Background: an optimization exercise with open tools, aiming at small area, a short achievable clock period and few clock cycles per item. Do not read the settings as production practice. Where RTL was checked, it was by simulation tests only, not by an equivalence proof against the original.

==> trial 72 <==
Design st4_temporal, start of the top module:
module st4_temporal (
    input  wire        clk,
    input  wire        rst,
    input  wire        in_valid,
    output wire        in_ready,
    input  wire [19:0] in_c,         
    input  wire [23:0] in_hist,      
    input  wire [7:0]  in_tau,       
    input  wire        in_pad,       
    input  wire        in_restart,   
    input  wire        in_tnr,       
    input  wire        in_rtc,       
    input  wire        in_gap_k0,    
    input  wire [8:0]  in_amin,      
    input  wire [15:0] in_tlo,       
    input  wire [15:0] in_thi,       
    input  wire [11:0] in_kmax,      
    input  wire [17:0] in_rate,      
    output reg         out_valid,
    output reg  [19:0] out_z,        
    output reg  [23:0] out_hist,     
    output reg         out_sat,      
    output reg         out_clamp     
);
==> flow/config.mk <==
export PLATFORM = sky130hd
export DESIGN_NAME = st4_temporal
export DESIGN_NICKNAME = st4_temporal
export VERILOG_FILES = /design/flow/design.v
export SDC_FILE = /design/flow/constraint.sdc
export NUM_CORES = 4
export LEC_CHECK = 0
export ABC_AREA = 1
export CAP_MARGIN = 40
export CORE_MARGIN = 2
export CORE_UTILIZATION = 55
export SLEW_MARGIN = 70
==> flow/constraint.sdc <==
create_clock -name core_clock -period 38.0 [get_ports {clk}]
set_input_delay 7.6000 -clock core_clock [delete_from_list [all_inputs] [get_ports {clk}]]
set_output_delay 7.6000 -clock core_clock [all_outputs]
set_load 0.01 [all_outputs]
run.sh (not shown) runs the stock make flow with config.mk's settings and CLKGATE_MAP_FILE= SYNTH_SCRIPT=/design/flow/synth_recipe.tcl, a recipe that flattens the netlist after the stock synthesis.
==> trial 97: changes against trial 72 <==
--- a/flow/design.v
+++ b/flow/design.v
@@ -969,30 +969,30 @@
     wire [25:0] s2_qa = {r1_n[26], r1_n[25], s2q_95, s2q_93, s2q_91, s2q_89, s2q_87, s2q_85, s2q_83, s2q_81, s2q_79, s2q_77, s2q_75, s2q_73, s2q_71, s2q_69, s2q_67, s2q_65, s2q_63, s2q_61, s2q_59, s2q_58, ~r1_n[16], ~r1_n[15], 1'b0, 1'b0};
     wire [25:0] s2_qb = {1'b1, 1'b1, r1_n[24], s2q_94, s2q_92, s2q_90, s2q_88, s2q_86, s2q_84, s2q_82, s2q_80, s2q_78, s2q_76, s2q_74, s2q_72, s2q_70, s2q_68, s2q_66, s2q_64, s2q_62, s2q_60, 1'b1, 1'b0, 1'b1, 1'b0, 1'b0};
     wire [25:0] s2_qp = s2_qa + s2_qb;
     wire [10:0] s2_q0 = s2_qp[25:15];
     reg        r2_valid;
     reg [19:0] r2_c;
     reg [20:0] r2_dh;
     reg [23:0] r2_x;
-    reg [15:0] r2_tspan;
+    reg [15:0] r2_tn;        
     reg [3:0]  r2_agen;
     reg        r2_pad;
     reg [17:0] r2_nlo;
     reg [10:0] r2_q0;
     reg [11:0] r2_kmax;
     reg        r2_kon;
     always @(posedge clk) begin
         if (rst) r2_valid <= 1'b0;
         else     r2_valid <= r1_valid;
         r2_c     <= r1_c;
         r2_dh    <= r1_dh;
         r2_x     <= s2_x;
-        r2_tspan <= r1_tspan;
+        r2_tn    <= ~r1_tspan;
         r2_agen  <= r1_agen;
         r2_pad   <= r1_pad;
         r2_nlo   <= r1_n[17:0];
         r2_q0    <= s2_q0;
         r2_kmax  <= r1_kmax;
         r2_kon   <= r1_kon;
     end
     wire s3r_0 = r2_nlo[4] ^ ~r2_q0[4];
@@ -1113,97 +1113,100 @@
     wire        s3_inc  = ~s3_r[17];
     wire [10:0] s3_ku   = r2_q0 + {10'd0, s3_inc};
     wire        s3_gt0  = {1'b0, r2_q0} > r2_kmax;
     wire        s3_ge0  = {1'b0, r2_q0} >= r2_kmax;
     wire        s3_clamp = s3_inc ? s3_ge0 : s3_gt0;
     wire [10:0] s3_k    = !r2_kon ? 11'd0 : s3_clamp ? r2_kmax[10:0] : s3_ku;
     reg [23:0] sd0_x;
     reg [7:5] sd0_q;
+    reg [24:0] sd0_df;
+    reg [23:0] sd0_tt;
     integer sd0_i;
     always @(*) begin
         sd0_x = r2_x;
         for (sd0_i = 7; sd0_i >= 5; sd0_i = sd0_i - 1) begin
-            if (sd0_x >= ({8'd0, r2_tspan} << sd0_i)) begin
-                sd0_x = sd0_x - ({8'd0, r2_tspan} << sd0_i);
-                sd0_q[sd0_i] = 1'b1;
-            end else
-                sd0_q[sd0_i] = 1'b0;
+            sd0_tt = ({{8{1'b1}}, r2_tn} << sd0_i) | ((24'd1 << sd0_i) - 24'd1);
+            sd0_df = {1'b0, sd0_x} + {1'b0, sd0_tt} + 25'd1;
+            sd0_q[sd0_i] = sd0_df[24];
+            if (sd0_df[24]) sd0_x = sd0_df[23:0];
         end
     end
     reg        r3_valid;
     reg [19:0] r3_c;
     reg [20:0] r3_dh;
     reg [20:0] r3_x;
-    reg [15:0] r3_tspan;
+    reg [15:0] r3_tn;
     reg [7:5]  r3_q;
     reg [3:0]  r3_agen;
     reg        r3_pad;
     reg [10:0] r3_k;
     reg        r3_clamp;
     always @(posedge clk) begin
         if (rst) r3_valid <= 1'b0;
         else     r3_valid <= r2_valid;
         r3_c     <= r2_c;
         r3_dh    <= r2_dh;
         r3_x     <= sd0_x[20:0];
-        r3_tspan <= r2_tspan;
+        r3_tn    <= r2_tn;
         r3_q     <= sd0_q;
         r3_k     <= s3_k;
         r3_clamp <= s3_clamp;
         r3_agen  <= r2_agen;
         r3_pad   <= r2_pad;
     end
     reg [20:0] sd1_x;
     reg [4:2] sd1_q;
+    reg [21:0] sd1_df;
+    reg [20:0] sd1_tt;
     integer sd1_i;
     always @(*) begin
         sd1_x = r3_x;
         for (sd1_i = 4; sd1_i >= 2; sd1_i = sd1_i - 1) begin
-            if (sd1_x >= ({5'd0, r3_tspan} << sd1_i)) begin
-                sd1_x = sd1_x - ({5'd0, r3_tspan} << sd1_i);
-                sd1_q[sd1_i] = 1'b1;
-            end else
-                sd1_q[sd1_i] = 1'b0;
+            sd1_tt = ({{5{1'b1}}, r3_tn} << sd1_i) | ((21'd1 << sd1_i) - 21'd1);
+            sd1_df = {1'b0, sd1_x} + {1'b0, sd1_tt} + 22'd1;
+            sd1_q[sd1_i] = sd1_df[21];
+            if (sd1_df[21]) sd1_x = sd1_df[20:0];
         end
     end
     reg        r4_valid;
     reg [19:0] r4_c;
     reg [20:0] r4_dh;
     reg [17:0] r4_x;
-    reg [15:0] r4_tspan;
+    reg [15:0] r4_tn;
     reg [7:2]  r4_q;
     reg [3:0]  r4_agen;
     reg        r4_pad;
     reg [10:0] r4_k;
     reg        r4_clamp;
     always @(posedge clk) begin
         if (rst) r4_valid <= 1'b0;
         else     r4_valid <= r3_valid;
         r4_c     <= r3_c;
         r4_dh    <= r3_dh;
         r4_x     <= sd1_x[17:0];
-        r4_tspan <= r3_tspan;
+        r4_tn    <= r3_tn;
         r4_q     <= {r3_q, sd1_q};
         r4_k     <= r3_k;
         r4_clamp <= r3_clamp;
         r4_agen  <= r3_agen;
         r4_pad   <= r3_pad;
     end
     reg [17:0] sd2_x;
     reg [1:0] sd2_q;
+    reg [18:0] sd2_df;
+    reg [17:0] sd2_tt;
     integer sd2_i;
     always @(*) begin
         sd2_x = r4_x;
         for (sd2_i = 1; sd2_i >= 0; sd2_i = sd2_i - 1) begin
-            if (sd2_x >= ({2'd0, r4_tspan} << sd2_i)) begin
-                sd2_x = sd2_x - ({2'd0, r4_tspan} << sd2_i);
-                sd2_q[sd2_i] = 1'b1;
-            end else
-                sd2_q[sd2_i] = 1'b0;
+            sd2_tt = ({{2{1'b1}}, r4_tn} << sd2_i) | ((18'd1 << sd2_i) - 18'd1);
+            sd2_df = {1'b0, sd2_x} + {1'b0, sd2_tt} + 19'd1;
+            sd2_q[sd2_i] = sd2_df[18];
+            if (sd2_df[18]) sd2_x = sd2_df[17:0];
         end
     end
     reg        r5_valid;
     reg [19:0] r5_c;
     reg [20:0] r5_dh;
     reg [7:0]  r5_q;
     reg [3:0]  r5_agen;
     reg        r5_pad;
--- a/flow/config.mk
+++ b/flow/config.mk
@@ -4,9 +4,9 @@
 export VERILOG_FILES = /design/flow/design.v
 export SDC_FILE = /design/flow/constraint.sdc
 export NUM_CORES = 4
 export LEC_CHECK = 0
 export ABC_AREA = 1
 export CAP_MARGIN = 40
 export CORE_MARGIN = 2
 export CORE_UTILIZATION = 55
-export SLEW_MARGIN = 70
+export SLEW_MARGIN = 93
==> build 15: changes against trial 72 <==
==> flow/config.mk (replaced) <==
export PLATFORM = sky130hd
export DESIGN_NAME = st4_temporal
export DESIGN_NICKNAME = st4_temporal
export VERILOG_FILES = /design/flow/design.v
export SDC_FILE = /design/flow/constraint.sdc
export NUM_CORES = 4
export LEC_CHECK = 0
export ABC_AREA = 1
export CAP_MARGIN = 50
export CORE_MARGIN = 2
export CORE_UTILIZATION = 55
export SLEW_MARGIN = 80
==> build 61: changes against trial 72 <==
--- a/flow/design.v
+++ b/flow/design.v
@@ -969,30 +969,30 @@
     wire [25:0] s2_qa = {r1_n[26], r1_n[25], s2q_95, s2q_93, s2q_91, s2q_89, s2q_87, s2q_85, s2q_83, s2q_81, s2q_79, s2q_77, s2q_75, s2q_73, s2q_71, s2q_69, s2q_67, s2q_65, s2q_63, s2q_61, s2q_59, s2q_58, ~r1_n[16], ~r1_n[15], 1'b0, 1'b0};
     wire [25:0] s2_qb = {1'b1, 1'b1, r1_n[24], s2q_94, s2q_92, s2q_90, s2q_88, s2q_86, s2q_84, s2q_82, s2q_80, s2q_78, s2q_76, s2q_74, s2q_72, s2q_70, s2q_68, s2q_66, s2q_64, s2q_62, s2q_60, 1'b1, 1'b0, 1'b1, 1'b0, 1'b0};
     wire [25:0] s2_qp = s2_qa + s2_qb;
     wire [10:0] s2_q0 = s2_qp[25:15];
     reg        r2_valid;
     reg [19:0] r2_c;
     reg [20:0] r2_dh;
     reg [23:0] r2_x;
-    reg [15:0] r2_tspan;
+    reg [15:0] r2_tn;        
     reg [3:0]  r2_agen;
     reg        r2_pad;
     reg [17:0] r2_nlo;
     reg [10:0] r2_q0;
     reg [11:0] r2_kmax;
     reg        r2_kon;
     always @(posedge clk) begin
         if (rst) r2_valid <= 1'b0;
         else     r2_valid <= r1_valid;
         r2_c     <= r1_c;
         r2_dh    <= r1_dh;
         r2_x     <= s2_x;
-        r2_tspan <= r1_tspan;
+        r2_tn    <= ~r1_tspan;
         r2_agen  <= r1_agen;
         r2_pad   <= r1_pad;
         r2_nlo   <= r1_n[17:0];
         r2_q0    <= s2_q0;
         r2_kmax  <= r1_kmax;
         r2_kon   <= r1_kon;
     end
     wire s3r_0 = r2_nlo[4] ^ ~r2_q0[4];
@@ -1113,97 +1113,100 @@
     wire        s3_inc  = ~s3_r[17];
     wire [10:0] s3_ku   = r2_q0 + {10'd0, s3_inc};
     wire        s3_gt0  = {1'b0, r2_q0} > r2_kmax;
     wire        s3_ge0  = {1'b0, r2_q0} >= r2_kmax;
     wire        s3_clamp = s3_inc ? s3_ge0 : s3_gt0;
     wire [10:0] s3_k    = !r2_kon ? 11'd0 : s3_clamp ? r2_kmax[10:0] : s3_ku;
     reg [23:0] sd0_x;
     reg [7:5] sd0_q;
+    reg [24:0] sd0_df;
+    reg [23:0] sd0_tt;
     integer sd0_i;
     always @(*) begin
         sd0_x = r2_x;
         for (sd0_i = 7; sd0_i >= 5; sd0_i = sd0_i - 1) begin
-            if (sd0_x >= ({8'd0, r2_tspan} << sd0_i)) begin
-                sd0_x = sd0_x - ({8'd0, r2_tspan} << sd0_i);
-                sd0_q[sd0_i] = 1'b1;
-            end else
-                sd0_q[sd0_i] = 1'b0;
+            sd0_tt = ({{8{1'b1}}, r2_tn} << sd0_i) | ((24'd1 << sd0_i) - 24'd1);
+            sd0_df = {1'b0, sd0_x} + {1'b0, sd0_tt} + 25'd1;
+            sd0_q[sd0_i] = sd0_df[24];
+            if (sd0_df[24]) sd0_x = sd0_df[23:0];
         end
     end
     reg        r3_valid;
     reg [19:0] r3_c;
     reg [20:0] r3_dh;
     reg [20:0] r3_x;
-    reg [15:0] r3_tspan;
+    reg [15:0] r3_tn;
     reg [7:5]  r3_q;
     reg [3:0]  r3_agen;
     reg        r3_pad;
     reg [10:0] r3_k;
     reg        r3_clamp;
     always @(posedge clk) begin
         if (rst) r3_valid <= 1'b0;
         else     r3_valid <= r2_valid;
         r3_c     <= r2_c;
         r3_dh    <= r2_dh;
         r3_x     <= sd0_x[20:0];
-        r3_tspan <= r2_tspan;
+        r3_tn    <= r2_tn;
         r3_q     <= sd0_q;
         r3_k     <= s3_k;
         r3_clamp <= s3_clamp;
         r3_agen  <= r2_agen;
         r3_pad   <= r2_pad;
     end
     reg [20:0] sd1_x;
     reg [4:2] sd1_q;
+    reg [21:0] sd1_df;
+    reg [20:0] sd1_tt;
     integer sd1_i;
     always @(*) begin
         sd1_x = r3_x;
         for (sd1_i = 4; sd1_i >= 2; sd1_i = sd1_i - 1) begin
-            if (sd1_x >= ({5'd0, r3_tspan} << sd1_i)) begin
-                sd1_x = sd1_x - ({5'd0, r3_tspan} << sd1_i);
-                sd1_q[sd1_i] = 1'b1;
-            end else
-                sd1_q[sd1_i] = 1'b0;
+            sd1_tt = ({{5{1'b1}}, r3_tn} << sd1_i) | ((21'd1 << sd1_i) - 21'd1);
+            sd1_df = {1'b0, sd1_x} + {1'b0, sd1_tt} + 22'd1;
+            sd1_q[sd1_i] = sd1_df[21];
+            if (sd1_df[21]) sd1_x = sd1_df[20:0];
         end
     end
     reg        r4_valid;
     reg [19:0] r4_c;
     reg [20:0] r4_dh;
     reg [17:0] r4_x;
-    reg [15:0] r4_tspan;
+    reg [15:0] r4_tn;
     reg [7:2]  r4_q;
     reg [3:0]  r4_agen;
     reg        r4_pad;
     reg [10:0] r4_k;
     reg        r4_clamp;
     always @(posedge clk) begin
         if (rst) r4_valid <= 1'b0;
         else     r4_valid <= r3_valid;
         r4_c     <= r3_c;
         r4_dh    <= r3_dh;
         r4_x     <= sd1_x[17:0];
-        r4_tspan <= r3_tspan;
+        r4_tn    <= r3_tn;
         r4_q     <= {r3_q, sd1_q};
         r4_k     <= r3_k;
         r4_clamp <= r3_clamp;
         r4_agen  <= r3_agen;
         r4_pad   <= r3_pad;
     end
     reg [17:0] sd2_x;
     reg [1:0] sd2_q;
+    reg [18:0] sd2_df;
+    reg [17:0] sd2_tt;
     integer sd2_i;
     always @(*) begin
         sd2_x = r4_x;
         for (sd2_i = 1; sd2_i >= 0; sd2_i = sd2_i - 1) begin
-            if (sd2_x >= ({2'd0, r4_tspan} << sd2_i)) begin
-                sd2_x = sd2_x - ({2'd0, r4_tspan} << sd2_i);
-                sd2_q[sd2_i] = 1'b1;
-            end else
-                sd2_q[sd2_i] = 1'b0;
+            sd2_tt = ({{2{1'b1}}, r4_tn} << sd2_i) | ((18'd1 << sd2_i) - 18'd1);
+            sd2_df = {1'b0, sd2_x} + {1'b0, sd2_tt} + 19'd1;
+            sd2_q[sd2_i] = sd2_df[18];
+            if (sd2_df[18]) sd2_x = sd2_df[17:0];
         end
     end
     reg        r5_valid;
     reg [19:0] r5_c;
     reg [20:0] r5_dh;
     reg [7:0]  r5_q;
     reg [3:0]  r5_agen;
     reg        r5_pad;
==> qor.txt <==
Status: timing/DRC/antenna clean
CP max stage delay: 540 ps
H-tree depth: 3
Hold Fails Final Rpt: 0
R2R Path Start: r5_q[0]
Xor-xnor portion of the synthesized cell area: 3.93%
CP max stage cell: clkdlybuf4s50_1
Final hold slack: 302 ps
Final Cycle Share: 24.0%
CORE AREA: 102000 um2
Share of layout cells above drive strength 1: 8.61%
The numbers above come from build 15.

==> qor.txt <==
Status: stopped before the end
Halt Stage: 3_5_place_dp
Error msg: [ERROR DPL-0038] Utilization greater than 100%, impossible to legalize
IO Pins: 179
Yosys warns: 1
Post-Syn Instances: 7009
Xor-xnor portion of the synthesized cell area: 4.04%
Post-Syn Area per Cell: 8.05 um2
Simple-Gate Fraction of Synth Area: 16.6%
The numbers above come from trial 97.

==> qor.txt <==
Status: timing/DRC/antenna clean
CORE AREA: 102000 um2
CP max stage delay: 530 ps
Final hold slack: 312 ps
Final Cycle Share: 24.0%
Xor-xnor portion of the synthesized cell area: 4.04%
CP max stage cell: clkdlybuf4s50_1
R2R Path Start: r3_tn[0]
Hold Fails Final Rpt: 0
The numbers above come from build 61.

==> qor.txt <==
CP max stage cell: clkdlybuf4s50_1
Status: timing/DRC/antenna clean
Share of layout cells above drive strength 1: 5.48%
R2R Path Start: r5_q[1]
CP max stage delay: 540 ps
The numbers above come from trial 72.

Testbench counts of trial 72, summed over its fixed seeds: cycles 32,064, items 32,000.
Testbench counts of build 15, summed over its fixed seeds: cycles 32,064, items 32,000.
For trial 97 and build 61, only the layout was checked, not whether the RTL still works.

## port drivers added, routing unchanged
The results above use ideal ports. As a check the final layouts listed here were re-extracted and re-timed, cells and wires unchanged.
Step 1 sets driving cells, clkbuf_16 on the clock port and buf_2 on the other inputs (assumed; they add their load-dependent delay and slew).
Step 2 times the ports against the registers' clock, not the clock port: input delays grow and output delays shrink by t, the midpoint of the rising clock arrivals with the driver on.
Slacks: no drivers / after step 1 / after step 2; pairs: no drivers / after step 1.
| run | t, ns | slack for setup (ns) | worst hold slack (ns) | worst data-port slew with drivers (ns) |
|---|---|---|---|---|
| trial 72 | 0.711 | 28.896 / 28.825 / 28.653 | 0.313 / 0.313 / 0.313 | 0.05 |
| build 15 | 0.721 | 28.882 / 28.810 / 28.790 | 0.302 / 0.302 / 0.302 | 0.05 |
| build 61 | 0.737 | 28.873 / 28.804 / 28.840 | 0.312 / 0.312 / 0.312 | 0.04 |
After both steps every run listed still meets setup and hold. The setup slack of trial 72, which loses most, moves by -0.071 ns with the drivers and by -0.243 ns with both steps.
